This design comes from an exercise in tuning for small area and a short achievable clock period on the open sky130 flow, not from production work. At most, simulation tests tie the RTL to the original design; equivalence was not proved. No functional check of the RTL was part of run 6.

## flow/flow/run.sh

```bash
#!/bin/bash
# Standard layout, with fast port buffers and a tighter setup target for
# timing repair. Each tool's output goes to the ORFS logs under orfs/logs;
# make's own output goes to flow_make.log.
set -euo pipefail
bash standard.sh "BUFFER_PORTS_ARGS=-buffer_cell sky130_fd_sc_hd__buf_2" SETUP_SLACK_MARGIN=6.0 finish > flow_make.log 2>&1
```

## flow/config.mk

```make
export PLATFORM = sky130hd
export DESIGN_NAME = mole_lane_rx
export DESIGN_NICKNAME = mole_lane_rx
export VERILOG_FILES = /design/flow/design.v
export SDC_FILE = /design/flow/constraint.sdc
export NUM_CORES = 4
export LEC_CHECK = 0
export CAP_MARGIN = 20
export CORE_MARGIN = 2
export CORE_UTILIZATION = 40
export SLEW_MARGIN = 20
```

## flow/constraint.sdc

```tcl
create_clock -name core_clock -period 9.0 [get_ports {clk}]
set_input_delay 1.8000 -clock core_clock [delete_from_list [all_inputs] [get_ports {clk}]]
set_output_delay 1.8000 -clock core_clock [all_outputs]
set_load 0.01 [all_outputs]
```

## flow/design.v

```verilog
module mole_lane_rx (
    input  wire        clk,
    input  wire        rst,
    input  wire        in_valid,
    input  wire [1:0]  in_hdr,
    input  wire [63:0] in_data,
    output reg         out_valid,
    output reg  [1:0]  out_hdr,
    output reg  [63:0] out_data,
    output reg         sig_valid,
    output wire [7:0]  sig_code,
    output wire [39:0] sig_arg,
    output reg         frm_valid,
    output reg         frm_good,
    output reg  [1:0]  frm_class,
    output reg  [15:0] frm_seq,
    output reg  [6:0]  frm_dest,
    output reg  [6:0]  frm_words,
    output reg         aln_valid,
    output reg  [3:0]  aln_lane,
    output reg  [1:0]  aln_port,
    output reg  [15:0] aln_seq,
    output reg  [4:0]  aln_bip_errs,
    output reg  [15:0] cnt_block_err,
    output reg  [15:0] cnt_signal_bad,
    output reg  [15:0] cnt_crc_err,
    output reg  [15:0] cnt_bip_err,
    output reg         frozen,
    output reg         lane_drop
);
    localparam [7:0] T_IDLE  = 8'h1E;
    localparam [7:0] T_SIG   = 8'h2D;
    localparam [7:0] T_LINK  = 8'h33;
    localparam [7:0] T_ALIGN = 8'h4B;
    localparam [7:0] T_TRAIN = 8'h55;
    localparam [7:0] T_FSTA  = 8'h78;
    localparam [7:0] T_FEND  = 8'h87;
    localparam [31:0] FSTA_SEED = 32'hF0958FA1;
    reg  [57:0] hist;
    wire [121:0] ext = {in_data, hist};
    reg  [63:0] desc;
    integer k;
    always @(*) begin
        for (k = 0; k < 64; k = k + 1)
            desc[k] = ext[58 + k] ^ ext[58 + k - 39] ^ ext[k];
    end
    wire is_data  = (in_hdr == 2'b01);
    wire is_ctrl  = (in_hdr == 2'b10);
    wire hdr_bad  = !is_data && !is_ctrl;
    wire is_raw   = is_ctrl && (in_data[7:0] == T_ALIGN || in_data[7:0] == T_TRAIN);
    wire is_align = is_ctrl && (in_data[7:0] == T_ALIGN);
    wire [63:0] payload = is_raw ? in_data : desc;
    wire [7:0]  ctype   = desc[7:0];
    wire is_sctrl = is_ctrl && !is_raw;
    wire type_known = ctype == T_IDLE || ctype == T_SIG || ctype == T_LINK ||
                      ctype == T_FSTA || ctype == T_FEND;
    wire c_idle = is_sctrl && ctype == T_IDLE;
    wire c_sig  = is_sctrl && ctype == T_SIG;
    wire c_fsta = is_sctrl && ctype == T_FSTA;
    wire c_fend = is_sctrl && ctype == T_FEND;
    wire blk_err = hdr_bad || (is_sctrl && !type_known);
    reg  [15:0] bip;
    wire [15:0] bip_blk  = in_data[15:0] ^ in_data[31:16] ^ in_data[47:32] ^
                           in_data[63:48] ^ {14'b0, in_hdr};
    wire [15:0] bip_diff = bip ^ in_data[47:32];
    reg  [2:0]  bip_grp [0:3];
    reg  [2:0]  s1_bgrp [0:3];
    integer g;
    always @(*) begin
        for (g = 0; g < 4; g = g + 1)
            bip_grp[g] = {2'b0, bip_diff[4*g]} + {2'b0, bip_diff[4*g+1]} +
                         {2'b0, bip_diff[4*g+2]} + {2'b0, bip_diff[4*g+3]};
    end
    wire [3:0]  bip_p01 = s1_bgrp[0] + s1_bgrp[1];
    wire [3:0]  bip_p23 = s1_bgrp[2] + s1_bgrp[3];
    wire [4:0]  bip_pop = bip_p01 + bip_p23;
    reg s1_data, s1_idle, s1_sig, s1_fsta, s1_fend, s1_err;
    reg         in_frame;
    reg  [31:0] fcrc;
    reg  [6:0]  fcount;       
    reg  [47:0] last_msg;     
    reg  [2:0]  sig_dist;     
    reg         s2_sig_bad;   
    reg  [4:0]  bip_h1, bip_h2, bip_h3;
    reg  [11:0] win_blocks;
    reg  [11:0] win_idles;
    assign sig_code = last_msg[7:0];
    assign sig_arg  = last_msg[47:8];
    reg         s1_align;
    wire [63:0] p1 = out_data;
    wire fend_close = s1_fend && in_frame;
    wire in_frame_nx = s1_fsta ? 1'b1 : (s1_fend ? 1'b0 : in_frame);
    wire [7:0]  sig_syn;
    mole_lane_rx_crc8 u_crc8 (.p1(p1), .sig_syn(sig_syn));
    wire        sig_crc_ok = (sig_syn == 8'd0);
    wire        sig_dup    = (sig_dist <= 3'd4) && (p1[55:8] == last_msg);
    wire        sig_good   = s1_sig && sig_crc_ok;
    wire        sig_take   = sig_good && !sig_dup;
    wire [31:0] crc_in    = s1_fsta ? FSTA_SEED : fcrc;
    wire [31:0] crc_next;
    mole_lane_rx_crc32 u_crc32 (.crc_in(crc_in), .p1(p1), .crc_next(crc_next));
    wire        fend_good = (~fcrc == p1[39:8]) && (fcount == frm_words) &&
                            (frm_words != 7'd0) && (frm_words <= 7'd64);
    wire [6:0]  bip_sum4 = aln_bip_errs + bip_h1 + bip_h2 + bip_h3;
    wire [12:0] idles_now = win_idles + {11'b0, s1_idle};
    wire        s1_valid = out_valid;
    always @(posedge clk) begin
        out_hdr      <= in_hdr;
        out_data     <= payload;
        s1_bgrp[0]   <= bip_grp[0];
        s1_bgrp[1]   <= bip_grp[1];
        s1_bgrp[2]   <= bip_grp[2];
        s1_bgrp[3]   <= bip_grp[3];
        aln_bip_errs <= bip_pop;
        aln_lane     <= out_data[11:8];
        aln_port     <= out_data[13:12];
        aln_seq      <= out_data[31:16];
        if (s1_fsta) begin
            frm_class <= p1[9:8];
            frm_seq   <= p1[31:16];
            frm_words <= p1[38:32];
            frm_dest  <= p1[46:40];
        end
        if (s1_fsta || s1_data)
            fcrc <= crc_next;
        if (s1_fsta)
            fcount <= 7'd0;
        else if (s1_data && !(fcount[6] && fcount[0]))
            fcount <= fcount + 7'd1;
        if (sig_good)
            last_msg <= p1[55:8];
        if (rst) begin
            hist          <= 58'b0;
            bip           <= 16'b0;
            s1_align      <= 1'b0;
            out_valid     <= 1'b0;
            aln_valid     <= 1'b0;
            s1_data       <= 1'b0;
            s1_idle       <= 1'b0;
            s1_sig        <= 1'b0;
            s1_fsta       <= 1'b0;
            s1_fend       <= 1'b0;
            s1_err        <= 1'b0;
            sig_valid     <= 1'b0;
            frm_valid     <= 1'b0;
            frm_good      <= 1'b0;
            cnt_block_err <= 16'b0;
            cnt_signal_bad<= 16'b0;
            cnt_crc_err   <= 16'b0;
            cnt_bip_err   <= 16'b0;
            frozen        <= 1'b0;
            lane_drop     <= 1'b0;
            sig_dist      <= 3'd7;
            s2_sig_bad    <= 1'b0;
            in_frame      <= 1'b0;
            bip_h1        <= 5'b0;
            bip_h2        <= 5'b0;
            bip_h3        <= 5'b0;
            win_blocks    <= 12'b0;
            win_idles     <= 12'b0;
        end else begin
            out_valid <= in_valid;
            s1_align  <= in_valid && is_align;
            aln_valid <= s1_align;
            s1_data   <= in_valid && is_data;
            s1_idle   <= in_valid && c_idle;
            s1_sig    <= in_valid && c_sig;
            s1_fsta   <= in_valid && c_fsta;
            s1_fend   <= in_valid && c_fend;
            s1_err    <= in_valid && blk_err;
            if (in_valid) begin
                if (!is_raw)
                    hist <= in_data[63:6];
                if (is_align)
                    bip <= 16'b0;
                else
                    bip <= bip ^ bip_blk;
            end
            frm_valid <= (in_valid && c_fsta && in_frame_nx) || fend_close;
            frm_good  <= fend_close && fend_good;
            in_frame <= in_frame_nx;
            if (frm_valid && !frm_good)
                cnt_crc_err <= cnt_crc_err + 16'd1;
            if (s1_err)
                cnt_block_err <= cnt_block_err + 16'd1;
            sig_valid <= sig_take;
            if (sig_take)
                sig_dist <= 3'd1;
            else if (s1_valid && sig_dist != 3'd7)
                sig_dist <= sig_dist + 3'd1;
            s2_sig_bad <= s1_sig && !sig_crc_ok;
            if (s2_sig_bad)
                cnt_signal_bad <= cnt_signal_bad + 16'd1;
            if (aln_valid) begin
                cnt_bip_err <= cnt_bip_err + {11'b0, aln_bip_errs};
                if (bip_sum4 >= 7'd16)
                    lane_drop <= 1'b1;
                bip_h3 <= bip_h2;
                bip_h2 <= bip_h1;
                bip_h1 <= aln_bip_errs;
            end
            if (s1_valid) begin
                if (win_blocks == 12'd4095) begin
                    if (idles_now > 13'd3686)
                        frozen <= 1'b1;
                    else if (idles_now <= 13'd2048)
                        frozen <= 1'b0;
                    win_blocks <= 12'd0;
                    win_idles  <= 12'd0;
                end else begin
                    win_blocks <= win_blocks + 12'd1;
                    win_idles  <= idles_now[11:0];
                end
            end
        end
    end
endmodule
module mole_lane_rx_crc32 (
    input  wire [31:0] crc_in,
    input  wire [63:0] p1,
    output wire [31:0] crc_next
);
    wire [31:0] crc_t = crc_in ^ p1[31:0];
    wire crcx0 = crc_t[13] ^ crc_t[3];
    wire crcx1 = p1[32] ^ crc_t[11];
    wire crcx2 = p1[39] ^ crc_t[19];
    wire crcx3 = crc_t[16] ^ crc_t[6];
    wire crcx4 = crc_t[4] ^ crc_t[9];
    wire crcx5 = p1[35] ^ crc_t[12];
    wire crcx6 = p1[36] ^ p1[54];
    wire crcx7 = p1[34] ^ crc_t[5];
    wire crcx8 = p1[37] ^ crc_t[8];
    wire crcx9 = p1[55] ^ crc_t[30];
    wire crcx10 = p1[56] ^ crc_t[10];
    wire crcx11 = p1[46] ^ crc_t[7];
    wire crcx12 = crcx0 ^ p1[47];
    wire crcx13 = crc_t[1] ^ crc_t[14];
    wire crcx14 = crc_t[15] ^ crc_t[2];
    wire crcx15 = p1[38] ^ crc_t[18];
    wire crcx16 = p1[61] ^ crc_t[31];
    wire crcx17 = crcx2 ^ p1[51];
    wire crcx18 = crcx1 ^ p1[45];
    wire crcx19 = p1[50] ^ p1[57];
    wire crcx20 = p1[42] ^ p1[58];
    wire crcx21 = p1[43] ^ p1[59];
    wire crcx22 = p1[44] ^ p1[60];
    wire crcx23 = p1[40] ^ crc_t[20];
    wire crcx24 = p1[41] ^ crc_t[21];
    wire crcx25 = p1[52] ^ crc_t[25];
    wire crcx26 = p1[53] ^ crc_t[26];
    wire crcx27 = p1[63] ^ crc_t[17];
    wire crcx28 = crcx4 ^ p1[48];
    wire crcx29 = p1[49] ^ p1[62];
    wire crcx30 = crc_t[0] ^ crc_t[23];
    wire crcx31 = crc_t[24] ^ crc_t[27];
    wire crcx32 = crcx6 ^ crc_t[29];
    wire crcx33 = crcx3 ^ p1[33];
    wire crcx34 = crcx14 ^ crcx7;
    wire crcx35 = crcx20 ^ crc_t[22];
    wire crcx36 = crc_t[12] ^ crc_t[28];
    wire crcx37 = crcx29 ^ crc_t[5];
    wire crcx38 = crcx24 ^ crcx5;
    wire crcx39 = crcx8 ^ crc_t[22];
    wire crcx40 = crcx16 ^ crcx31;
    wire crcx41 = crcx27 ^ p1[62];
    wire crcx42 = crcx28 ^ crcx9;
    wire crcx43 = p1[33] ^ crc_t[11];
    wire crcx44 = crcx21 ^ crc_t[24];
    wire crcx45 = crcx11 ^ crcx13;
    wire crcx46 = crcx10 ^ crcx22;
    wire crcx47 = p1[36] ^ p1[39];
    wire crcx48 = p1[40] ^ p1[42];
    wire crcx49 = p1[56] ^ p1[60];
    wire crcx50 = p1[41] ^ p1[43];
    wire crcx51 = p1[57] ^ p1[61];
    wire crcx52 = p1[35] ^ p1[57];
    wire crcx53 = p1[47] ^ p1[63];
    wire crcx54 = p1[50] ^ p1[58];
    wire crcx55 = p1[51] ^ p1[59];
    wire crcx56 = crcx6 ^ crc_t[27];
    wire crcx57 = crcx47 ^ crc_t[31];
    wire crcx58 = p1[37] ^ crc_t[17];
    wire crcx59 = p1[49] ^ crc_t[4];
    wire crcx60 = p1[55] ^ crc_t[7];
    wire crcx61 = crc_t[18] ^ crc_t[28];
    wire crcx62 = crcx19 ^ crc_t[0];
    wire crcx63 = crc_t[13] ^ crc_t[2];
    wire crcx64 = p1[45] ^ crc_t[8];
    wire crcx65 = crcx19 ^ crc_t[25];
    wire crcx66 = p1[34] ^ crc_t[16];
    wire crcx67 = p1[54] ^ crc_t[29];
    wire crcx68 = crc_t[13] ^ crc_t[15];
    wire crcx69 = crcx13 ^ p1[38];
    wire crcx70 = crcx23 ^ crcx61;
    wire crcx71 = crcx0 ^ crcx15;
    wire crcx72 = crcx30 ^ crcx4;
    wire crcx73 = crcx35 ^ crcx63;
    wire crcx74 = crcx5 ^ crcx9;
    wire crcx75 = crcx8 ^ crc_t[21];
    wire crcx76 = crcx25 ^ crc_t[22];
    wire crcx77 = crcx15 ^ crcx37;
    wire crcx78 = crcx12 ^ crcx17;
    wire crcx79 = p1[32] ^ p1[44];
    wire crcx80 = p1[34] ^ p1[37];
    wire crcx81 = p1[39] ^ p1[48];
    wire crcx82 = crc_t[10] ^ crc_t[17];
    wire crcx83 = crcx51 ^ crc_t[20];
    wire crcx84 = p1[33] ^ crc_t[6];
    wire crcx85 = crcx20 ^ p1[44];
    wire crcx86 = crcx22 ^ p1[63];
    wire crcx87 = crc_t[25] ^ crc_t[3];
    wire crcx88 = crcx22 ^ p1[48];
    wire crcx89 = p1[41] ^ crc_t[26];
    wire crcx90 = crcx29 ^ p1[56];
    wire crcx91 = p1[43] ^ crc_t[28];
    wire crcx92 = crcx53 ^ crc_t[26];
    wire crcx93 = crcx54 ^ crc_t[2];
    wire crcx94 = p1[39] ^ crc_t[10];
    wire crcx95 = crcx55 ^ p1[46];
    wire crcx96 = crcx50 ^ crc_t[14];
    wire crcx97 = crcx81 ^ crc_t[24];
    wire crcx98 = p1[58] ^ crc_t[15];
    wire crcx99 = p1[60] ^ crc_t[6];
    wire crcx100 = crcx21 ^ crc_t[12];
    wire crcx101 = crcx19 ^ crc_t[8];
    wire crcx102 = crc_t[1] ^ crc_t[9];
    wire crcx103 = crc_t[14] ^ crc_t[21];
    wire crcx104 = crc_t[28] ^ crc_t[30];
    wire crcx105 = crcx1 ^ p1[35];
    wire crcx106 = crcx2 ^ p1[34];
    wire crcx107 = crcx23 ^ crcx82;
    wire crcx108 = crcx10 ^ crcx43;
    wire crcx109 = crcx58 ^ crcx59;
    wire crcx110 = crcx3 ^ crcx32;
    wire crcx111 = crcx7 ^ crc_t[1];
    wire crcx112 = crcx30 ^ crcx44;
    wire crcx113 = crcx3 ^ p1[53];
    wire crcx114 = crcx11 ^ crcx26;
    wire crcx115 = crcx24 ^ crc_t[23];
    wire crcx116 = crcx36 ^ crcx80;
    wire crcx117 = crcx25 ^ crcx66;
    wire crcx118 = crcx16 ^ crcx26;
    wire crcx119 = crcx67 ^ crc_t[16];
    wire crcx120 = crcx15 ^ crcx27;
    wire crcx121 = crcx35 ^ crcx60;
    wire crcx122 = crcx34 ^ crcx57;
    wire crcx123 = crcx38 ^ crcx70;
    wire crcx124 = crcx110 ^ crcx39;
    wire crcx125 = crcx72 ^ crcx73;
    wire crcx126 = crcx113 ^ crcx18;
    wire crcx127 = crcx18 ^ crcx34;
    wire crcx128 = crcx114 ^ crcx40;
    wire crcx129 = crcx12 ^ crcx14;
    wire crcx130 = crcx12 ^ crcx75;
    wire crcx131 = crcx28 ^ crcx41;
    wire crcx132 = crcx18 ^ crcx33;
    wire crcx133 = crcx17 ^ crcx33;
    wire crcx134 = crcx12 ^ crcx38;
    assign crc_next[0] = ^{crcx105, crcx106, crcx107, crcx33, crcx42, crcx56, crcx69, p1[52], p1[58], crc_t[3]};
    assign crc_next[1] = ^{crcx108, crcx109, crcx122, crcx123, crcx60, p1[53], p1[59], crc_t[0]};
    assign crc_next[2] = ^{crcx1, crcx111, crcx124, crcx38, crcx48, crcx49, crcx62, crcx71, crc_t[19]};
    assign crc_next[3] = ^{crcx125, crcx17, crcx50, crcx58, crcx69, crcx74, crcx83, crcx84, p1[36], crc_t[7]};
    assign crc_next[4] = ^{crcx10, crcx112, crcx122, crcx13, crcx23, crcx71, crcx75, crcx85, p1[52], p1[62], crc_t[7]};
    assign crc_next[5] = ^{crcx126, crcx14, crcx2, crcx24, crcx39, crcx4, crcx44, crcx52, crcx69, crcx86, crcx87, p1[40]};
    assign crc_next[6] = ^{crcx127, crcx45, crcx74, crcx76, crcx88, crcx89, p1[42], p1[61], crc_t[19], crc_t[23], crc_t[27], crc_t[6]};
    assign crc_next[7] = ^{crcx128, crcx129, crcx30, crcx33, crcx5, crcx64, crcx90, crcx91, p1[36], p1[42], crc_t[20]};
    assign crc_next[8] = ^{crcx130, crcx131, crcx31, crcx32, crcx45, crcx65, crcx66, crcx79, crcx91};
    assign crc_next[9] = ^{crcx124, crcx127, crcx17, crcx25, crcx70, crcx92, p1[44], p1[49], crc_t[1], crc_t[27], crc_t[3]};
    assign crc_next[10] = ^{crcx115, crcx116, crcx18, crcx26, crcx32, crcx45, crcx93, crcx94};
    assign crc_next[11] = ^{crcx129, crcx31, crcx39, crcx43, crcx48, crcx67, crcx74, crcx95, p1[38]};
    assign crc_next[12] = ^{crcx117, crcx12, crcx36, crcx42, crcx49, crcx57, crcx96, p1[38], crc_t[23]};
    assign crc_next[13] = ^{crcx10, crcx109, crcx118, crcx48, crcx52, crcx68, crcx79, crcx97, crc_t[14], crc_t[29], crc_t[5]};
    assign crc_next[14] = ^{crcx132, crcx56, crcx65, crcx77, crcx96, crcx98, p1[40], crc_t[30]};
    assign crc_next[15] = ^{crcx11, crcx116, crcx133, crcx27, crcx85, crcx89, p1[50], p1[55], p1[59], crc_t[15], crc_t[31]};
    assign crc_next[16] = ^{crcx108, crcx13, crcx20, crcx21, crcx32, crcx42, crcx64, crcx78, crcx99, crc_t[18], crc_t[7]};
    assign crc_next[17] = ^{crcx100, crcx11, crcx16, crcx23, crcx34, crcx42, crcx46, crcx8, p1[49], p1[52], p1[57], crc_t[0], crc_t[11], crc_t[14], crc_t[19]};
    assign crc_next[18] = ^{crcx101, crcx102, crcx126, crcx134, crcx16, crcx37, crcx46, crcx98, p1[38], crc_t[20]};
    assign crc_next[19] = ^{crcx103, crcx11, crcx131, crcx132, crcx55, crcx6, crcx62, crcx73, crcx94, p1[61], crc_t[12]};
    assign crc_next[20] = ^{crcx11, crcx17, crcx21, crcx28, crcx3, crcx39, crcx5, crcx53, crcx56, crcx68, crcx77, p1[32], p1[60], crc_t[20], crc_t[23], crc_t[30]};
    assign crc_next[21] = ^{crcx104, crcx105, crcx111, crcx130, crcx30, crcx40, crcx54, crcx59, crcx86, p1[54], crc_t[7]};
    assign crc_next[22] = ^{crcx107, crcx119, crcx17, crcx36, crcx40, crcx64, crcx7, crcx76, crcx93, p1[59], p1[62], crc_t[11], crc_t[3], crc_t[30]};
    assign crc_next[23] = ^{crcx0, crcx1, crcx123, crcx25, crcx26, crcx41, crcx72, crcx9, crcx95, crcx99, crc_t[29], crc_t[31]};
    assign crc_next[24] = ^{crcx118, crcx120, crcx121, crcx134, crcx23, crcx3, crcx49, crcx7, crcx97, crc_t[11], crc_t[29], crc_t[9]};
    assign crc_next[25] = ^{crcx100, crcx102, crcx115, crcx117, crcx121, crcx43, crcx71, crcx83, crcx90, crc_t[8]};
    assign crc_next[26] = ^{crcx101, crcx103, crcx106, crcx125, crcx26, crcx41, crcx44, crcx46, crcx5};
    assign crc_next[27] = ^{crcx112, crcx120, crcx133, crcx51, crcx68, crcx7, crcx76, crcx88, crcx9, p1[32], p1[45], crc_t[4]};
    assign crc_next[28] = ^{crcx128, crcx18, crcx42, crcx46, crcx6, crcx77, crcx87, crc_t[23]};
    assign crc_next[29] = ^{crcx10, crcx18, crcx2, crcx36, crcx37, crcx40, crcx65, crcx8, crcx84, crcx92, p1[46], p1[54], p1[55], crc_t[4]};
    assign crc_next[30] = ^{crcx10, crcx104, crcx25, crcx32, crcx41, crcx45, crcx5, crcx62, crcx78, crc_t[16], crc_t[26], crc_t[4], crc_t[5]};
    assign crc_next[31] = ^{crcx119, crcx15, crcx26, crcx34, crcx52, crcx78, crcx8, p1[32], p1[33], p1[63], crc_t[0], crc_t[10], crc_t[31], crc_t[9]};
endmodule
module mole_lane_rx_crc8 (
    input  wire [63:0] p1,
    output wire [7:0]  sig_syn
);
    wire sigx0 = p1[11] ^ p1[18];
    wire sigx1 = p1[13] ^ p1[30];
    wire sigx2 = p1[23] ^ p1[44];
    wire sigx3 = p1[28] ^ p1[32];
    wire sigx4 = p1[12] ^ p1[29];
    wire sigx5 = p1[14] ^ p1[33];
    wire sigx6 = p1[34] ^ p1[45];
    wire sigx7 = p1[46] ^ sigx1;
    wire sigx8 = p1[37] ^ p1[54];
    wire sigx9 = p1[20] ^ p1[47];
    wire sigx10 = p1[10] ^ p1[15];
    wire sigx11 = p1[39] ^ sigx0;
    wire sigx12 = p1[40] ^ sigx2;
    wire sigx13 = sigx3 ^ sigx8;
    wire sigx14 = p1[24] ^ sigx5;
    wire sigx15 = sigx4 ^ sigx6;
    wire sigx16 = p1[19] ^ sigx7;
    wire sigx17 = p1[31] ^ p1[35];
    wire sigx18 = p1[55] ^ p1[8];
    wire sigx19 = p1[16] ^ p1[36];
    wire sigx20 = p1[38] ^ p1[48];
    wire sigx21 = p1[41] ^ p1[49];
    wire sigx22 = p1[17] ^ p1[21];
    wire sigx23 = p1[25] ^ p1[50];
    wire sigx24 = p1[47] ^ p1[54];
    wire sigx25 = p1[15] ^ p1[22];
    wire sigx26 = p1[26] ^ p1[51];
    wire sigx27 = p1[27] ^ p1[52];
    wire sigx28 = p1[42] ^ p1[9];
    wire sigx29 = p1[43] ^ p1[53];
    wire sigx30 = sigx19 ^ sigx9;
    wire sigx31 = sigx10 ^ sigx24;
    wire sigx32 = sigx11 ^ sigx13;
    wire sigx33 = sigx12 ^ sigx17;
    wire sigx34 = sigx16 ^ sigx33;
    assign sig_syn[0] = ^{p1[34], p1[48], p1[56], sigx18, sigx32, sigx34};
    assign sig_syn[1] = ^{p1[57], p1[9], sigx14, sigx15, sigx2, sigx20, sigx21, sigx30, sigx32, sigx7};
    assign sig_syn[2] = ^{p1[28], p1[42], p1[45], p1[49], p1[58], sigx0, sigx12, sigx14, sigx20, sigx22, sigx23, sigx31, sigx4};
    assign sig_syn[3] = ^{p1[32], p1[43], p1[59], sigx11, sigx15, sigx16, sigx18, sigx21, sigx23, sigx25, sigx26};
    assign sig_syn[4] = ^{p1[12], p1[50], p1[60], sigx14, sigx26, sigx27, sigx28, sigx34, sigx9};
    assign sig_syn[5] = ^{p1[13], p1[14], p1[21], p1[25], p1[31], p1[41], p1[51], p1[61], p1[8], sigx10, sigx27, sigx29, sigx3, sigx30, sigx6};
    assign sig_syn[6] = ^{p1[11], p1[16], p1[26], p1[29], p1[35], p1[44], p1[46], p1[52], p1[53], p1[62], sigx13, sigx22, sigx25, sigx28, sigx5};
    assign sig_syn[7] = ^{p1[17], p1[18], p1[22], p1[23], p1[27], p1[30], p1[33], p1[36], p1[38], p1[55], p1[63], sigx15, sigx29, sigx31};
endmodule
```

## flow/standard.sh

```bash
#!/bin/bash
# synth_recipe.tcl (not shown) runs the flow's synth.tcl, then flattens the netlist and writes it again
# the make line also repeats each setting of config.mk as NAME=value (left out here)
make -C /OpenROAD-flow-scripts/flow DESIGN_CONFIG=/design/flow/config.mk WORK_HOME=/design/flow/orfs CLKGATE_MAP_FILE= SYNTH_SCRIPT=/design/flow/synth_recipe.tcl "${@:-finish}"
```

==> results.tsv, run 1 <==
metric	value	unit
synth_seq_cells	420	
cts_max_path_buffers	3	
worst-path-buf-inv	1	
start_util	40.3	%
synthArstFlopShare	0	%
outcome	complete, no violations	
io_buffers	312	
numCtsBuffers	47	
tns	0	ns
crit_chain	buf_2	
fin_nets	2921	
critPathArrivalTime	1.30	ns
syn_avg_cell_area	10.1	sq um
num_rows	89	
cp-start-kind	flop	
skew	0.0470	ns
multi_input_area	14500	sq um
routed_wl	87700	um
path_clk_slew	0.06	ns
seq_area	9810	sq um
grt_setup_unrepaired	yes	
coreArea	58800	sq um
drtAntennaViolNets	0	
path_class	reg -> out	
worstMarginPinSlew	0.980	ns
synth-edff-count	112	
grt_pass1_vias	18100	
syn2layout_area_growth	29.9	%
grt_use_total	27.7	%
first_iter_violations	1654	
yosys.cell_count.top_type	xnor2_1	
slew_headroom	34.6	%
holdCritPathClass	reg -> reg	
place.gp.congestion	0.975	
crit_family	flip-flops	
nFillCells	5220	
antenna_found_initial	6	
viasPerCell	5.19	
max-cap-violations	0	
clock-sinks	420	
crit_path_end_kind	primary output	
seq_area_frac_synth	40.2	%
hold_violations	0	
pre_cts_ws	4.69	ns
synth_ff_type	dfxtp_1	
firstDrtPassIters	7	
die_y	247	um
finalSetupViolCount	0	
synth_top_cell_area_share	26.0	%
overflow	0	
critPathMaxFanout	2	
dr_total_vias	18700	
syn_area	23700	sq um
route.detailed.wl_per_inst	24.3	um
drive_gt1_share	30.1	%
cts_tree	done	
drc	0	
grt_pass1_wl	122000	um
finalCritPeriodShare	34.5	%
synth_cell_types	57	
cts_htree_levels	2	
synth_area_leaders	dfxtp_1 26%, xnor2_1 22%, edfxtp_1 14%	
ys_top_cells_by_count	605 x xnor2_1, 308 x dfxtp_1, 304 x xor2_1, 236 x nand2_1, 193 x nor2_1	
hpwl	60600	um
grt_max_degree	95	
ios	313	
period_minus_slack	3.10	ns
whs	0.406	ns
fp.dieW	247	um
yosysTopAreaCell	dfxtp_1	
clock.fmax	0.323	GHz
setup_ws	5.90	ns
critical-path-max-stage-delay	0.51	ns
root_buffer	clkbuf_16	
clkLatencyLatePin	0.61	ns
crit_path_top_delay_cell	edfxtp_1	
synth_cells	2348	
dieArea	61300	sq um
ys_warn_count	3	
slew_violations	0	
syn_nets	2473	
cp.required	7.20	ns
## metal layers
layer | vias to the layer above | part of all wire, % | track usage, %
met2 | 931 | 47 | 44.8
met3 | 225 | 8.1 | 4.11
li1 | 8434 | - | -
met1 | 9145 | 39 | 35.9
met4 | 2 | 5.7 | 14.2
met5 | - | 0.014 | 0
## per-stage QoR
stage	cell area [sq um]	cells	util, %
after floorplan	24600	2348	-
after global placement	26300	3325	44.8
after CTS	30000	3565	51.1
after global routing	30800	3609	52.4
after detailed placement	26300	3325	44.8
final	30800	3611	52.4
## layout make-up
cell class              instances  area share [%]
well taps                     773            3.14
clock buffers                  69            4.73
diodes                          3          0.0244
repair buffers                519            12.0
multi-input cells            1773            46.9
flip-flops and latches        420            31.8
inverters                      35           0.427
clock inverters                19           0.910
## timing repair
item                                    CTS  global route
gates resized for setup                 208            70
pin swaps                                 7            15
endpoints found under the setup margin  388           159
gates cloned                              3             7
hold buffers                              0             0
setup buffers                           149            36
## cells by family (layout without fill, tap and decap cells)
group | count (synthesis) | count (layout) | synth area share, %
other cells | 0 | 3 | 0
buf+inv | 157 | 642 | 2.92
flops | 420 | 420 | 40.2
compound gates | 120 | 120 | 2.85
mux | 29 | 29 | 1.23
fa+ha+maj | 56 | 56 | 3.62
simple gates | 603 | 605 | 11.4
xor+xnor | 963 | 963 | 37.8
## cell usage in the layout (no fill, tap or decap), types with 38 or more instances in the layout
cell type and instances:
nand2_1 177, buf_2 288, a21oi_1 76, xnor2_1 573, edfxtp_1 112, nand3_1 39, dfxtp_1 211, clkbuf_16 58
nor2_1 191, buf_4 172, xor2_1 299, xnor2_2 46, dfxtp_4 63, nand2_4 38
## final timing paths
check | startpoint | end | slack, ns | cells past startpoint
min | out_data[11] | aln_lane[3] | 0.41 | 0
min reg2reg | out_data[11] | aln_lane[3] | 0.41 | 0
max | last_msg[4] | sig_code[4] | 5.90 | 1
max reg2reg | out_data[18] | last_msg[19] | 5.94 | 10
## state kept, by name (all words and copies together) (netlist names), 7 cells and up
register        count
fcount              7
cnt_block_err      16
cnt_bip_err        16
hist               58
cnt_crc_err        16
frm_words           7
s1_bgrp            12
out_data           64
win_blocks         12
frm_seq            16
bip                16
last_msg           48
frm_dest            7
fcrc               32
cnt_signal_bad     16
aln_seq            16
win_idles          12
==> run 2, diff against run 1 <==
--- a/flow/design.v
+++ b/flow/design.v
@@ -96,7 +96,7 @@
     wire        sig_dup    = (sig_dist <= 3'd4) && (p1[55:8] == last_msg);
     wire        sig_good   = s1_sig && sig_crc_ok;
     wire        sig_take   = sig_good && !sig_dup;
-    wire [31:0] crc_in    = s1_fsta ? FSTA_SEED : fcrc;
+    wire [31:0] crc_in    = fcrc;
     wire [31:0] crc_next;
     mole_lane_rx_crc32 u_crc32 (.crc_in(crc_in), .p1(p1), .crc_next(crc_next));
     wire        fend_good = (~fcrc == p1[39:8]) && (fcount == frm_words) &&
@@ -121,7 +121,9 @@
             frm_words <= p1[38:32];
             frm_dest  <= p1[46:40];
         end
-        if (s1_fsta || s1_data)
+        if (in_valid && c_fsta)
+            fcrc <= FSTA_SEED;
+        else if (s1_fsta || s1_data)
             fcrc <= crc_next;
         if (s1_fsta)
             fcount <= 7'd0;
==> flow/flow/run.sh (replaced) <==
#!/bin/bash
# Standard layout, with fast port buffers and a tighter setup target for
# timing repair. Each tool's output goes to the ORFS logs under orfs/logs;
# make's own output goes to flow_make.log.
set -euo pipefail
bash standard.sh "BUFFER_PORTS_ARGS=-buffer_cell sky130_fd_sc_hd__buf_2" SETUP_SLACK_MARGIN=5.8 finish > flow_make.log 2>&1
--- a/flow/config.mk
+++ b/flow/config.mk
@@ -8,4 +8,6 @@
 export CAP_MARGIN = 20
 export CORE_MARGIN = 2
 export CORE_UTILIZATION = 40
+export CTS_CLUSTER_DIAMETER = 140
+export CTS_CLUSTER_SIZE = 27
 export SLEW_MARGIN = 20
==> run 2 against run 1 <==
Still clean on timing, DRC and antenna. Sequential cell count stayed put. Design area is 12% lower. Count of clock-buffer cells in the layout decreased by 40. Area after synthesis grew 1.3%. Routed wire length shrank 4.5%. Register-to-register slack worse by 0.15 ns. Non-clock buffer count decreased by 174. Hold slack improved by 0.043 ns. Final cell count down 7.6%. Highest routed layer is now met4.
==> results.tsv, run 2 <==
metric	value	unit
ios	313	
synth_top_cell_area_share	28.3	%
syn_nets	2429	
route.detailed.wl_per_inst	25.1	um
grt_pass1_wl	118000	um
synthArstFlopShare	0	%
clock-sinks	420	
min_from	s1_align	
ys_top_cells_by_count	439 x xnor2_1, 340 x dfxtp_1, 291 x xor2_1, 265 x nand2_1, 158 x nor2_1	
place.gp.congestion	0.970	
period_minus_slack	3.21	ns
ys_warn_count	3	
slew_headroom	29.2	%
coreArea	59200	sq um
top_usage_layer	met2	
syn_avg_cell_area	10.4	sq um
seq_area_frac_synth	38.3	%
dieArea	62000	sq um
instances_no_fill	3337	
io_buffers	312	
fp.dieW	249	um
overflow	0	
critPathMaxFanout	9	
dr_total_vias	17500	
synth_area_leaders	dfxtp_1 28%, xnor2_1 16%, xor2_1 11%	
n_antenna_cell	0	
cp.required	9.50	ns
slew_violations	0	
clock.fmax	0.312	GHz
clkLatencyLatePin	0.57	ns
first_iter_violations	1598	
hpwl	62900	um
viasPerCell	5.25	
largest_reg_flops	64	
cts_max_path_buffers	3	
tns	0	ns
drive_gt1_share	20.2	%
grt_setup_unrepaired	yes	
dpl-instance-area	26100	sq um
numCtsBuffers	19	
yosysTopAreaCell	dfxtp_1	
crit_path_end_kind	flop	
dp.cells	3276	
cts_htree_levels	1	
holdCritPathClass	reg -> reg	
use_met1	34.5	%
holdBufCountCts	0	
finalCritPeriodShare	35.7	%
start_util	40.6	%
routed_wl	83800	um
synth_cells	2304	
hold_violations	0	
num_rows	89	
outcome	complete, no violations	
synth_cell_types	69	
path_class	reg -> reg	
die_y	249	um
path_clk_slew	0.11	ns
fin_nets	2679	
yosys.cell_count.top_type	xnor2_1	
grt_pass1_vias	17100	
cp-start-kind	flop	
antenna_found_initial	3	
finalSetupViolCount	0	
syn2layout_area_growth	13.4	%
syn_area	24000	sq um
drc	0	
critPathArrivalTime	3.71	ns
worstReg2RegStart	out_data[24]	
worstMarginPinSlew	1.05	ns
grtUsageMet3	5.13	%
skew	0.0412	ns
synth_ff_type	dfxtp_1	
max-cap-violations	0	
grt_max_degree	102	
startpoint	out_data[24]	
grt_use_total	26.0	%
synth_seq_cells	420	
top_regs	out_data x64, hist x58, last_msg x48	
mostFrequentLayoutCells	428 x xnor2_1, 309 x buf_2, 290 x dfxtp_1	
nFillCells	5642	
drtAntennaViolNets	0	
cts_tree	done	
root_buffer	clkbuf_16	
firstDrtPassIters	8	
postLayoutCellArea	27200	sq um
final_common_cell	xnor2_1	
grtUsageMet2	43.0	%
largest_register	out_data	
synth-edff-count	80	
[run 2: changes by cell type after synthesis, moves of 10 or more]
cell,delta
edfxtp_1,-32
xnor2_1,-166
nand3_1,-10
nand2_1,+29
xnor3_1,+59
dfxtp_1,+32
a21oi_1,+22
nor2b_1,-15
nor2_1,-35
or3_1,+18
o21ai_0,+15
xor2_1,-13
[run 2: path summary, 6_finish.rpt]
| kind | slack (ns) | to | cells after the start |
|---|---|---|---|
| setup reg to reg | 5.79 | fcrc[27] | 7 |
| hold reg to reg | 0.45 | aln_valid | 1 |
| hold / removal | 0.45 | aln_valid | 1 |
| setup / recovery | 5.79 | fcrc[27] | 7 |
[run 2: metal layers]
layer | wire [um] | vias to the layer above
li1 | - | 8006
met1 | 35300 | 8711
met2 | 39100 | 688
met3 | 6740 | 122
met4 | 2640 | 0
met5 | 0 | -
[run 2: cell families (layout without fill, tap and decap cells)]
family | Yosys count | in the layout | synth area share, %
XOR/XNOR | 855 | 855 | 37.9
AND/OR/NAND/NOR | 607 | 618 | 11.5
flip-flops | 420 | 420 | 38.3
AO/OA/AOI/OAI | 181 | 181 | 4.42
buffers and inverters | 158 | 407 | 3.16
adder cells (fa/ha/maj) | 56 | 56 | 3.57
multiplexers | 27 | 27 | 1.18
[run 2: layout make-up]
cell class	count	area, sq um	share of cell area [%]
Tap cell	773	967	3.55
Multi-Input combinational cell	1737	14400	52.9
Clock inverter	2	25.0	0.0919
Timing Repair Buffer	345	1880	6.91
Clock buffer	29	513	1.88
Sequential cell	420	9320	34.2
Inverter	31	116	0.427
[run 2: timing repair]
item | 4_1_cts | 5_1_grt
setup buffers | 7 | 12
hold endpoints to repair | 0 | 0
endpoints found under the setup margin | 208 | 115
resized for setup | 90 | 25
pin swaps | 5 | 5
cloned | 7 | 4
[run 2: stage by stage]
step	hold WS, ns	worst slack (ns)	util, %
after floorplan	0.399	5.41	-
final	0.449	5.79	46.0
after global placement	0.429	4.65	44.0
after CTS	0.451	5.75	45.6
after detailed placement	0.425	4.61	44.0
after global routing	0.477	5.79	46.0
[run 2: worst max-delay path, cell delays in order, from the launching register on]
cell	delay [ns]
dfxtp_2	0.43
xnor2_1	0.59
xnor2_2	0.27
xnor2_2	0.36
xnor3_1	0.48
xnor2_1	0.52
xnor2_1	0.24
a211oi_2	0.24
==> run 3, diff against run 2 <==
--- a/flow/config.mk
+++ b/flow/config.mk
@@ -7,7 +7,7 @@
 export LEC_CHECK = 0
 export CAP_MARGIN = 20
 export CORE_MARGIN = 2
-export CORE_UTILIZATION = 40
+export CORE_UTILIZATION = 60
 export CTS_CLUSTER_DIAMETER = 140
 export CTS_CLUSTER_SIZE = 27
 export SLEW_MARGIN = 20
==> run 3 against run 2 <==
Still clean. Count of clock-buffer cells in the layout down 2. Clock skew is 0.0050 ns lower. Sequential share of layout area grew 0.58 points. Critical endpoint is now out_data[54].
==> results.tsv, run 3 <==
metric	value	unit
synth_cell_types	69	
cts_tree	done	
io_buffers	312	
outcome	complete, no violations	
top_usage_layer	met2	
grt_pass1_wl	111000	um
synth_seq_cells	420	
route.detailed.wl_per_inst	25.2	um
seq_area_frac_synth	38.3	%
ys_top_cells_by_count	439 x xnor2_1, 340 x dfxtp_1, 291 x xor2_1, 265 x nand2_1, 158 x nor2_1	
yosysTopAreaCell	dfxtp_1	
numCtsBuffers	20	
critPathMaxFanout	9	
antenna_found_initial	1	
synth_ff_type	dfxtp_1	
max-cap-violations	0	
final_common_cell	xnor2_1	
fp.dieW	204	um
die_y	204	um
reg2reg_depth	7	
firstDrtPassIters	6	
critPathArrivalTime	1.41	ns
cts_htree_levels	1	
grt_use_total	36.5	%
largest_register	out_data	
crit_family	flip-flops	
clock-sinks	420	
period_minus_slack	3.21	ns
largest_reg_flops	64	
grtUsageMet3	6.25	%
routed_wl	77500	um
start_util	60.6	%
grt_setup_unrepaired	no	
syn_avg_cell_area	10.4	sq um
tns	0	ns
cts_max_path_buffers	3	
drive_gt1_share	19.7	%
hpwl	57600	um
whs	0.456	ns
ios	313	
grt_max_degree	68	
worst-path-buf-inv	1	
finalCritPeriodShare	35.6	%
synth_top_cell_area_share	28.3	%
fin_nets	2666	
root_buffer	clkbuf_16	
endpoint	out_data[54]	
drc	0	
synth_area_leaders	dfxtp_1 28%, xnor2_1 16%, xor2_1 11%	
worstReg2RegStart	out_data[32]	
hold_violations	0	
crit_path_top_delay_cell	dfxtp_2	
use_met1	46.9	%
first_iter_violations	1620	
synth_cells	2304	
synth-compound-area-share	4.42	%
clkLatencyLatePin	0.58	ns
grtUsageMet2	60.0	%
yosys.cell_count.top_type	xnor2_1	
crit_chain	buf_2	
cp.required	7.20	ns
holdCritPathClass	reg -> reg	
crit_path_end_kind	primary output	
mostFrequentLayoutCells	429 x xnor2_1, 308 x buf_2, 289 x xor2_1, 289 x dfxtp_1, 264 x nand2_1	
ys_warn_count	3	
syn_area	24000	sq um
synth_fa_ha_area_share	3.57	%
coreArea	39600	sq um
overflow	0	
path_clk_slew	0.10	ns
top_regs	out_data x64, hist x58, last_msg x48	
syn_nets	2429	
syn2layout_area_growth	11.6	%
grt_pass1_vias	17000	
synth-edff-count	80	
pre_cts_ws	4.67	ns
finalSetupViolCount	0	
worstMarginPinSlew	0.829	ns
place.gp.congestion	1.01	
viasPerCell	5.81	
synth_top_family_by_area	XOR/XNOR gates	
yosys.area_share.simple	11.5	%
synthArstFlopShare	0	%
drtAntennaViolNets	0	
slew_violations	0	
holdBufCountCts	0	
startpoint	out_data[54]	
num_rows	73	
synth_xor_area_share	37.9	%
path_class	reg -> out	
cp-start-kind	flop	
clock.fmax	0.312	GHz
cp.depth	1	
setup_ws	5.79	ns
dr_total_vias	17900	
critical-path-max-stage-delay	0.62	ns
dieArea	41700	sq um
skew	0.0362	ns
slew_headroom	44.0	%
timing.rr.end	last_msg[22]	
r2r_setup_slack	5.89	ns
synth.mux.area_fraction	1.18	%
==> run 3: cell families after synthesis <==
family	Yosys count
xor gates and xnor gates	855
muxes	27
adders and majority gates	56
AOI/OAI and AO/OA	181
DFF	420
buffers and inverters	158
and+or+nand+nor	607
==> run 3: metal layers <==
metal	share of wire, %	up-vias	wire length (um)
met5	0	-	0
met4	5.6	0	4310
met3	8.9	232	6880
met2	46	968	36000
met1	39	8646	30300
li1	-	8010	-
==> run 3: cell type report <==
class	count	area (sq um)
clock inverter	3	66.3
sequential	420	9340
timing repair buffer	334	1770
tap	525	657
fill	3120	12800
clock buffer	27	527
multi-input combinational	1734	14300
antenna	1	2.50
inverter	31	116
==> run 3: timing repair <==
item                       4_1_cts  5_1_grt
pin swaps                        4        5
hold endpoints to repair         0        0
cloned                           5        3
setup endpoints to repair      198      140
setup buffers                    3        4
gates resized for setup         83       24
==> run 3: worst min-delay path by stage <==
| stage | from | end | depth (start not counted) |
|---|---|---|---|
| 3_5_place_dp | s1_align | aln_valid | 1 |
| 2_1_floorplan | out_data[11] | aln_lane[3] | 0 |
| 4_1_cts | s1_align | aln_valid | 1 |
| 3_3_place_gp | s1_align | aln_valid | 1 |
| 5_1_grt | s1_align | aln_valid | 1 |
| 6_report | s1_align | aln_valid | 1 |
==> run 3: stage by stage <==
step                      cells  utilization, %  area (sq um)
after global routing       3074            67.6         26800
after CTS                  3067            67.2         26700
final                      3075            67.7         26800
after floorplan            2304               -         24300
after detailed placement   3029            65.1         25800
after global placement     3029            65.1         25800
==> run 4, diff against run 3 <==
==> flow/flow/run.sh (replaced) <==
#!/bin/bash
# Standard layout, with fast port buffers and a tighter setup target for
# timing repair. Each tool's output goes to the ORFS logs under orfs/logs;
# make's own output goes to flow_make.log.
set -euo pipefail
bash standard.sh "BUFFER_PORTS_ARGS=-buffer_cell sky130_fd_sc_hd__buf_2" SETUP_SLACK_MARGIN=5.7 finish > flow_make.log 2>&1
==> run 4 against run 3 <==
Still clean. Sequential share of layout area rose by 0.15 points. Via count fell by 1.5%. Die area did not move. Area after synthesis did not move. First-iteration DRC count fell by 2.7%. Clock skew rose by 0.0018 ns. Routed wire length fell by 2.7%. Critical path type unchanged.
==> results.tsv, run 4 <==
metric	value	unit
first_iter_violations	1577	
largest_register	out_data	
grt_max_degree	76	
n_antenna_cell	0	
pre_cts_ws	4.52	ns
min_to	aln_valid	
reg2reg_depth	6	
synth_area_leaders	dfxtp_1 28%, xnor2_1 16%, xor2_1 11%	
grt_pass1_vias	17200	
drtAntennaViolNets	0	
dr_total_vias	17600	
root_buffer	clkbuf_16	
timing.rr.end	last_msg[39]	
overflow	0	
grt_pass1_wl	110000	um
largest_reg_flops	64	
critPathMaxFanout	5	
max-cap-violations	0	
ios	313	
io_buffers	312	
top_regs	out_data x64, hist x58, last_msg x48	
crit_path_end_kind	primary output	
clkLatencyLatePin	0.57	ns
final_common_cell	xnor2_1	
hold_depth	1	
syn_avg_cell_area	10.4	sq um
path_class	reg -> out	
route.detailed.wl_per_inst	24.6	um
r2r_setup_slack	5.76	ns
yosysTopAreaCell	dfxtp_1	
outcome	complete, no violations	
finalCritPeriodShare	36.4	%
cts_tree	done	
slew_violations	0	
crit_family	flip-flops	
setup_ws	5.72	ns
skew	0.0380	ns
worst-path-buf-inv	1	
die_y	204	um
hpwl	56500	um
firstDrtPassIters	7	
grt_setup_unrepaired	no	
holdCritPathClass	reg -> reg	
clock.fmax	0.305	GHz
slew_headroom	36.1	%
clock-sinks	420	
fp.dieW	204	um
postLayoutCoreUtil	66.9	%
path_clk_slew	0.10	ns
worstMarginPinSlew	0.952	ns
synth-edff-count	80	
numCtsBuffers	19	
critPathArrivalTime	1.48	ns
fin_nets	2659	
synthArstFlopShare	0	%
cts_htree_levels	1	
cts_max_path_buffers	3	
synth_top_cell_area_share	28.3	%
synth_cells	2304	
seq_area_frac_synth	38.3	%
start_util	60.6	%
coreArea	39600	sq um
yosys.cell_count.top_type	xnor2_1	
synth_ff_type	dfxtp_1	
ys_top_cells_by_count	439 x xnor2_1, 340 x dfxtp_1, 291 x xor2_1, 265 x nand2_1, 158 x nor2_1	
critical-path-max-stage-delay	0.69	ns
syn_area	24000	sq um
syn_nets	2429	
mostFrequentLayoutCells	436 x xnor2_1, 311 x buf_2, 298 x dfxtp_1	
nFillCells	3148	
crit_path_top_delay_cell	dfxtp_1	
ys_warn_count	3	
period_minus_slack	3.28	ns
antenna_found_initial	1	
worstReg2RegStart	out_data[13]	
syn2layout_area_growth	10.5	%
hold_violations	0	
drc	0	
routed_wl	75400	um
synth_seq_cells	420	
place.gp.congestion	1.00	
tns	0	ns
drive_gt1_share	18.8	%
crit_chain	buf_2	
cp-start-kind	flop	
grt_use_total	35.9	%
cp.required	7.20	ns
num_rows	73	
viasPerCell	5.74	
dieArea	41700	sq um
synth_cell_types	69	
finalSetupViolCount	0	
min_from	s1_align	
-- run 4: cell count changes in the layout (fill, tap and decap cells not counted), sizes merged --
cell    change
and3        -1
nand2       -1
clkinv      -1
buf         -1
clkbuf      -5
diode       -1
-- run 4: worst max path at each step --
stage / slack [ns] / to / cells past startpoint / start
final: 5.72 / out_data[59] / 1 / out_data[59]
after global routing: 5.70 / hist[27] / 8 / in_data[0]
after global placement: 4.64 / hist[13] / 8 / in_data[3]
after CTS: 5.68 / last_msg[16] / 7 / out_data[55]
after detailed placement: 4.52 / hist[21] / 8 / in_data[0]
after floorplan: 5.41 / fcrc[17] / 9 / in_data[0]
-- run 4: logic make-up after synthesis --
| group | synth area share [%] |
|---|---|
| AO/OA/AOI/OAI | 4.42 |
| flip-flops | 38.3 |
| adder cells (fa/ha/maj) | 3.57 |
| buffers and inverters | 3.16 |
| multiplexers | 1.18 |
| XOR/XNOR | 37.9 |
| AND/OR/NAND/NOR | 11.5 |
-- run 4: cell type report --
class | instances | area [sq um] | area share [%]
timing repair buffer | 330 | 1710 | 6.45
clock buffer | 25 | 498 | 1.88
sequential | 420 | 9280 | 35.0
clock inverter | 2 | 25.0 | 0.0943
tap | 525 | 657 | 2.48
multi-input combinational | 1732 | 14300 | 53.7
inverter | 31 | 116 | 0.438
-- run 4: per-layer routing --
metal / vias to the layer above / GRT usage, % / part of all wire [%]
met3: 220 / 5.18 / 8.4
met1: 8509 / 47.5 / 40
met4: 2 / 16.8 / 5.5
met2: 889 / 58.3 / 46
li1: 7971 / - / -
met5: - / 0 / 0.013
-- run 4: per-stage QoR --
step	hold WS, ns	area, sq um	cells
after floorplan	0.399	24200	2304
after global placement	0.417	25800	3027
after global routing	0.485	26500	3065
after detailed placement	0.445	25800	3027
final	0.464	26500	3065
after CTS	0.463	26500	3063
-- run 4: timing repair --
item                       CTS  global route
buffers inserted             5             0
pin swaps                    3             1
gates resized for setup     53            11
hold buffers                 0             0
setup endpoints to repair  163            93
gates cloned                 4             2
==> run 5, diff against run 4 <==
==> flow/flow/run.sh (replaced) <==
#!/bin/bash
# Standard layout, with fast port buffers and a tighter setup target for
# timing repair. Each tool's output goes to the ORFS logs under orfs/logs;
# make's own output goes to flow_make.log.
set -euo pipefail
bash standard.sh "BUFFER_PORTS_ARGS=-buffer_cell sky130_fd_sc_hd__buf_2" SETUP_SLACK_MARGIN=5.95 finish > flow_make.log 2>&1
==> run 5 against run 4 <==
Setup slack better by 0.20 ns. Count of clock-buffer cells in the layout rose by 1. Sequential cell count stayed put. Critical path type is now in -> reg. Largest cell class unchanged.
==> results.tsv, run 5 <==
metric	value	unit
outcome	complete, no violations	
largest_reg_flops	64	
clock-sinks	420	
timing.rr.end	fcrc[5]	
tns	0	ns
syn_area	24000	sq um
yosys.cell_count.top_type	xnor2_1	
ys_top_cells_by_count	439 x xnor2_1, 340 x dfxtp_1, 291 x xor2_1, 265 x nand2_1, 158 x nor2_1	
final_common_cell	xnor2_1	
synth_area_leaders	dfxtp_1 28%, xnor2_1 16%, xor2_1 11%	
cp_common_cell	buf_12	
cts_max_path_buffers	3	
nFillCells	2994	
fp.dieW	204	um
dieArea	41700	sq um
syn2layout_area_growth	18.1	%
critPathArrivalTime	3.49	ns
cts_htree_levels	1	
cts_tree	done	
critPathMaxFanout	5	
synthArstFlopShare	0	%
synth_cells	2304	
ys_warn_count	3	
finalCritPeriodShare	34.2	%
path_clk_slew	0.10	ns
grt_pass1_vias	17300	
synth_top_cell_area_share	28.3	%
period_minus_slack	3.08	ns
synth_seq_cells	420	
r2r_setup_slack	5.94	ns
drc	0	
numCtsBuffers	19	
cp-start-kind	primary input	
cp.required	9.41	ns
slew_violations	0	
crit_path_end_kind	flop	
slew_headroom	41.9	%
yosysTopAreaCell	dfxtp_1	
worstMarginPinSlew	0.863	ns
start_util	60.6	%
first_iter_violations	1737	
skew	0.0269	ns
startpoint	in_data[1]	
largest_register	out_data	
seq_area_frac_synth	38.3	%
route.detailed.wl_per_inst	24.8	um
clock.fmax	0.325	GHz
root_buffer	clkbuf_16	
grt_max_degree	77	
syn_nets	2429	
top_regs	out_data x64, hist x58, last_msg x48	
coreArea	39600	sq um
die_y	204	um
grt_setup_unrepaired	yes	
viasPerCell	5.71	
overflow	0	
hold_violations	0	
path_class	in -> reg	
mostFrequentLayoutCells	430 x xnor2_1, 307 x buf_2, 287 x xor2_1	
io_buffers	312	
fin_nets	2784	
crit_path_top_delay_cell	or4b_4	
clkLatencyLatePin	0.57	ns
crit_chain	buf_12 > xnor2_4 > xnor2_2 > or4b_4 > nor2_4 > buf_12 > and3_4 > buf_4 > a211oi_1	
grt_pass1_wl	114000	um
whs	0.431	ns
holdBufCountCts	0	
drive_gt1_share	26.1	%
dr_total_vias	18200	
max-cap-violations	0	
finalSetupViolCount	0	
hpwl	57100	um
holdCritPathClass	reg -> reg	
ios	313	
drtAntennaViolNets	0	
synth-edff-count	80	
num_rows	73	
synth_cell_types	69	
routed_wl	79100	um
firstDrtPassIters	5	
syn_avg_cell_area	10.4	sq um
worstReg2RegStart	out_data[37]	
reg2reg_depth	7	
critical-path-max-stage-delay	0.58	ns
grt_use_total	37.4	%
n_antenna_cell	0	
endpoint	fcrc[14]	
synth_ff_type	dfxtp_1	
antenna_found_initial	0	
place.gp.congestion	1.02	
-- run 5: cell counts after synthesis --
No cell type changed its count.
-- run 5: how the worst min path moves through the flow --
stage / startpoint / endpoint / depth (start not counted)
finish: out_data[9] / aln_lane[1] / 0
global route: out_data[9] / aln_lane[1] / 0
detailed placement: s1_align / aln_valid / 1
CTS: out_data[9] / aln_lane[1] / 0
global placement: s1_align / aln_valid / 1
floorplan: out_data[11] / aln_lane[3] / 0
-- run 5: per-layer routing --
metal / global-route usage (%) / vias to the layer above / wire [um]
met4: 18.5 / 0 / 4610
met2: 60.7 / 949 / 36400
li1: - / 8233 / -
met5: 0 / - / 0
met3: 6.35 / 236 / 6910
met1: 48.5 / 8787 / 31200
-- run 5: kinds of logic after synthesis --
family	count (synthesis)	share of synthesized area [%]
compound gates	181	4.42
mux	27	1.18
flops	420	38.3
xor+xnor	855	37.9
simple gates	607	11.5
fa+ha+maj	56	3.57
buf+inv	158	3.16
-- run 5: what timing repair did --
action / 4_1_cts / 5_1_grt
endpoints found under the setup margin: 276 / 155
cloned: 9 / 0
pin swaps: 9 / 7
gates resized for setup: 170 / 26
buffers inserted: 80 / 41
-- run 5: per-stage QoR --
step	std cells	cell area [sq um]	util, %	worst slack [ns]
2_1_floorplan	2304	24700	-	5.41
3_3_place_gp	3032	26100	65.9	4.79
3_5_place_dp	3033	26100	65.9	4.75
4_1_cts	3150	27900	70.3	5.84
5_1_grt	3191	28400	71.6	5.81
6_report	3191	28400	71.6	5.92
-- run 5: cell type report --
type                       instances  area (sq um)  area share, %
timing repair buffer             453          2930           10.3
multi-input combinational       1734         14700           51.9
inverter                          31           116          0.410
clock inverter                     2          20.0         0.0706
sequential                       420          9420           33.2
tap                              525           657           2.32
clock buffer                      26           512           1.80
-- run 5: worst max-delay path, delay by kind of cell --
kind | cells | cell delay, ns
AOI/OAI and AO/OA | 1 | 0.03
xor gates and xnor gates | 2 | 0.29
buffers and inverters | 3 | 0.38
and+or+nand+nor | 3 | 0.99
==> run 6, diff against run 5 <==
--- a/flow/design.v
+++ b/flow/design.v
@@ -74,6 +74,9 @@
     wire [3:0]  bip_p01 = s1_bgrp[0] + s1_bgrp[1];
     wire [3:0]  bip_p23 = s1_bgrp[2] + s1_bgrp[3];
     wire [4:0]  bip_pop = bip_p01 + bip_p23;
+    wire [7:0]  sig_syn;
+    reg  [7:0]  s1_syn;
+    mole_lane_rx_crc8 u_crc8 (.p1(desc), .sig_syn(sig_syn));
     reg s1_data, s1_idle, s1_sig, s1_fsta, s1_fend, s1_err;
     reg         in_frame;
     reg  [31:0] fcrc;
@@ -90,9 +93,7 @@
     wire [63:0] p1 = out_data;
     wire fend_close = s1_fend && in_frame;
     wire in_frame_nx = s1_fsta ? 1'b1 : (s1_fend ? 1'b0 : in_frame);
-    wire [7:0]  sig_syn;
-    mole_lane_rx_crc8 u_crc8 (.p1(p1), .sig_syn(sig_syn));
-    wire        sig_crc_ok = (sig_syn == 8'd0);
+    wire        sig_crc_ok = (s1_syn == 8'd0);
     wire        sig_dup    = (sig_dist <= 3'd4) && (p1[55:8] == last_msg);
     wire        sig_good   = s1_sig && sig_crc_ok;
     wire        sig_take   = sig_good && !sig_dup;
@@ -112,6 +113,7 @@
         s1_bgrp[2]   <= bip_grp[2];
         s1_bgrp[3]   <= bip_grp[3];
         aln_bip_errs <= bip_pop;
+        s1_syn       <= sig_syn;
         aln_lane     <= out_data[11:8];
         aln_port     <= out_data[13:12];
         aln_seq      <= out_data[31:16];
==> flow/flow/run.sh (replaced) <==
#!/bin/bash
# Standard layout, with fast port buffers and a tighter setup target for
# timing repair. Each tool's output goes to the ORFS logs under orfs/logs;
# make's own output goes to flow_make.log.
set -euo pipefail
bash standard.sh "BUFFER_PORTS_ARGS=-buffer_cell sky130_fd_sc_hd__buf_2" SETUP_SLACK_MARGIN=5.8 finish > flow_make.log 2>&1
==> run 6 against run 5 <==
Final cell count fell by 0.47%. Synthesized cell count grew 4.6%.
==> results.tsv, run 6 <==
metric	value	unit
tns	0	ns
grt_pass1_wl	115000	um
numCtsBuffers	19	
largest_reg_flops	64	
first_iter_violations	1737	
ios	313	
crit_path_top_delay_cell	nor4bb_4	
io_buffers	312	
holdCritPathClass	reg -> reg	
crit_chain	clkbuf_4 > nor4bb_4 > o211ai_1 > clkbuf_16 > or2_4 > and2_4 > nor2b_1 > nor2_1 > a311oi_1	
clock.fmax	0.313	GHz
seq_area_frac_synth	38.3	%
drive_gt1_share	19.2	%
slew_headroom	34.1	%
holdBufCountCts	0	
top_regs	out_data x64, hist x58, last_msg x48	
drtAntennaViolNets	0	
final_common_cell	xnor2_1	
place.gp.congestion	1.04	
grt_max_degree	95	
postLayoutCellArea	27700	sq um
yosysTopAreaCell	dfxtp_1	
pre_cts_ws	4.50	ns
hpwl	62200	um
largest_register	out_data	
worstMarginPinSlew	0.986	ns
multi_input_area	15000	sq um
num_rows	74	
seq_area	9430	sq um
slew_violations	0	
syn_nets	2536	
setup_ws	5.81	ns
ys_top_cells_by_count	597 x xnor2_1, 348 x dfxtp_1, 262 x xor2_1, 240 x nand2_1, 164 x nor2_1	
die_y	206	um
synth_area_leaders	dfxtp_1 28%, xnor2_1 21%, edfxtp_1 9.8%	
synth_top_cell_area_share	28.4	%
cp-start-kind	primary input	
route.detailed.wl_per_inst	25.6	um
outcome	complete, no violations	
period_minus_slack	3.19	ns
fin_nets	2763	
clock-sinks	428	
root_buffer	clkbuf_16	
grt_pass1_vias	17400	
dpl-instance-area	26700	sq um
max-cap-violations	0	
critPathArrivalTime	3.58	ns
synthArstFlopShare	0	%
path_class	in -> reg	
fp.dieW	206	um
synth-edff-count	80	
cts_tree	done	
dr_total_vias	18100	
start_util	60.4	%
mostFrequentLayoutCells	571 x xnor2_1, 306 x buf_2, 305 x dfxtp_1	
clkLatencyLatePin	0.55	ns
grt_use_total	37.7	%
cp.required	9.39	ns
synth_seq_cells	428	
viasPerCell	5.69	
syn_avg_cell_area	10.2	sq um
synth_ff_type	dfxtp_1	
syn2layout_area_growth	13.0	%
cts_max_path_buffers	3	
ys_warn_count	3	
synth_cell_types	53	
critPathMaxFanout	7	
synth_cells	2411	
firstDrtPassIters	5	
path_clk_slew	0.12	ns
overflow	0	
nFillCells	3211	
postLayoutCoreUtil	68.2	%
dieArea	42500	sq um
antenna_found_initial	1	
syn_area	24500	sq um
cts_htree_levels	1	
drc	0	
finalCritPeriodShare	35.5	%
yosys.cell_count.top_type	xnor2_1	
crit_path_end_kind	flop	
skew	0.0194	ns
grt_setup_unrepaired	no	
coreArea	40600	sq um
hold_violations	0	
finalSetupViolCount	0	
critical-path-max-stage-delay	0.33	ns
routed_wl	81300	um
n_antenna_cell	0	
[run 6: changes by cell type after synthesis, sizes merged, moves of 15 or more]
cell / before / now
xnor2: 468 / 608
clkbuf: 76 / 122
xor2: 298 / 263
buf: 51 / 20
nand2: 265 / 240
nor2b: 7 / 29
or3: 21 / 6
[run 6: per-stage QoR]
stage / hold WS, ns / cells
3_3_place_gp: 0.419 / 3134
5_1_grt: 0.467 / 3176
6_report: 0.450 / 3176
3_5_place_dp: 0.425 / 3134
2_1_floorplan: 0.399 / 2411
4_1_cts: 0.449 / 3164
[run 6: final cells by class]
| cell class | count | share of cell area (%) |
|---|---|---|
| clock inverters | 1 | 0.0181 |
| clock buffers | 26 | 1.81 |
| inverters | 31 | 0.425 |
| multi-input cells | 1811 | 54.3 |
| flip-flops and latches | 428 | 34.1 |
| repair buffers | 347 | 6.98 |
| well taps | 532 | 2.41 |
[run 6: worst paths after layout]
path	start	end	slack, ns	cells past startpoint
hold / removal	s1_align	aln_valid	0.45	1
hold reg to reg	s1_align	aln_valid	0.45	1
setup / recovery	in_data[3]	bip[4]	5.81	9
setup reg to reg	out_data[1]	fcrc[8]	5.83	7
[run 6: critical path, delay by kind of cell]
kind                   cells  cell delay [ns]
AO/OA/AOI/OAI              2             0.30
buffers and inverters      2             0.42
AND/OR/NAND/NOR            5             1.07
[run 6: kinds of logic (layout without fill, tap and decap cells)]
family          count (synthesis)  after routing  share of synthesized area (%)
compound gates                179            179                           4.14
xor+xnor                      954            954                           39.3
fa+ha+maj                      56             56                           3.50
buf+inv                       173            405                           2.73
flops                         428            428                           38.3
mux                            25             25                           1.03
simple gates                  596            597                           11.1
[run 6: timing repair]
action / in CTS / in global routing
gates cloned: 1 / 2
gates resized for setup: 67 / 31
endpoints found under the hold margin: 0 / 0
buffers inserted: 2 / 10
pin swaps: 1 / 6
setup endpoints to repair: 166 / 60
[run 6: metal layers]
layer	GRT usage, %	routed length (um)	vias up
met5	0	0	-
met4	17.6	4520	0
met3	5.96	7220	222
met2	61.8	37700	898
met1	49.0	31900	8703
li1	-	-	8242

==> port drivers added, routing unchanged <==
No port has a modelled driver above. Below, the same layouts with a new extraction and two added sets of constraints.
Step 1 assumes that a clkbuf_16 drives the clock port and a buf_2 every other input.
Step 2 times the ports against the registers' clock, not the clock port: input delays grow and output delays shrink by t, the midpoint of the rising clock arrivals with the driver on.
Three values: ideal ports, drivers, drivers and shift; two values: the first two.
| run | shift t [ns] | setup WS [ns] | worst setup path after step 2 | worst register clock-pin slew, ns |
|---|---|---|---|---|
| run 1 | 0.655 | 5.899 / 5.836 / 5.388 | input to register | 0.07 / 0.07 |
| run 2 | 0.611 | 5.791 / 5.748 / 5.225 | input to register | 0.11 / 0.11 |
| run 3 | 0.618 | 5.794 / 5.737 / 5.215 | input to register | 0.12 / 0.12 |
| run 4 | 0.605 | 5.723 / 5.666 / 5.178 | input to register | 0.12 / 0.12 |
| run 5 | 0.621 | 5.920 / 5.893 / 5.297 | input to register | 0.12 / 0.12 |
| run 6 | 0.601 | 5.808 / 5.758 / 5.233 | input to register | 0.12 / 0.12 |
After both steps every run listed still meets setup and hold. The setup slack of run 5, which loses most, moves by -0.027 ns with the drivers and by -0.623 ns with both steps.
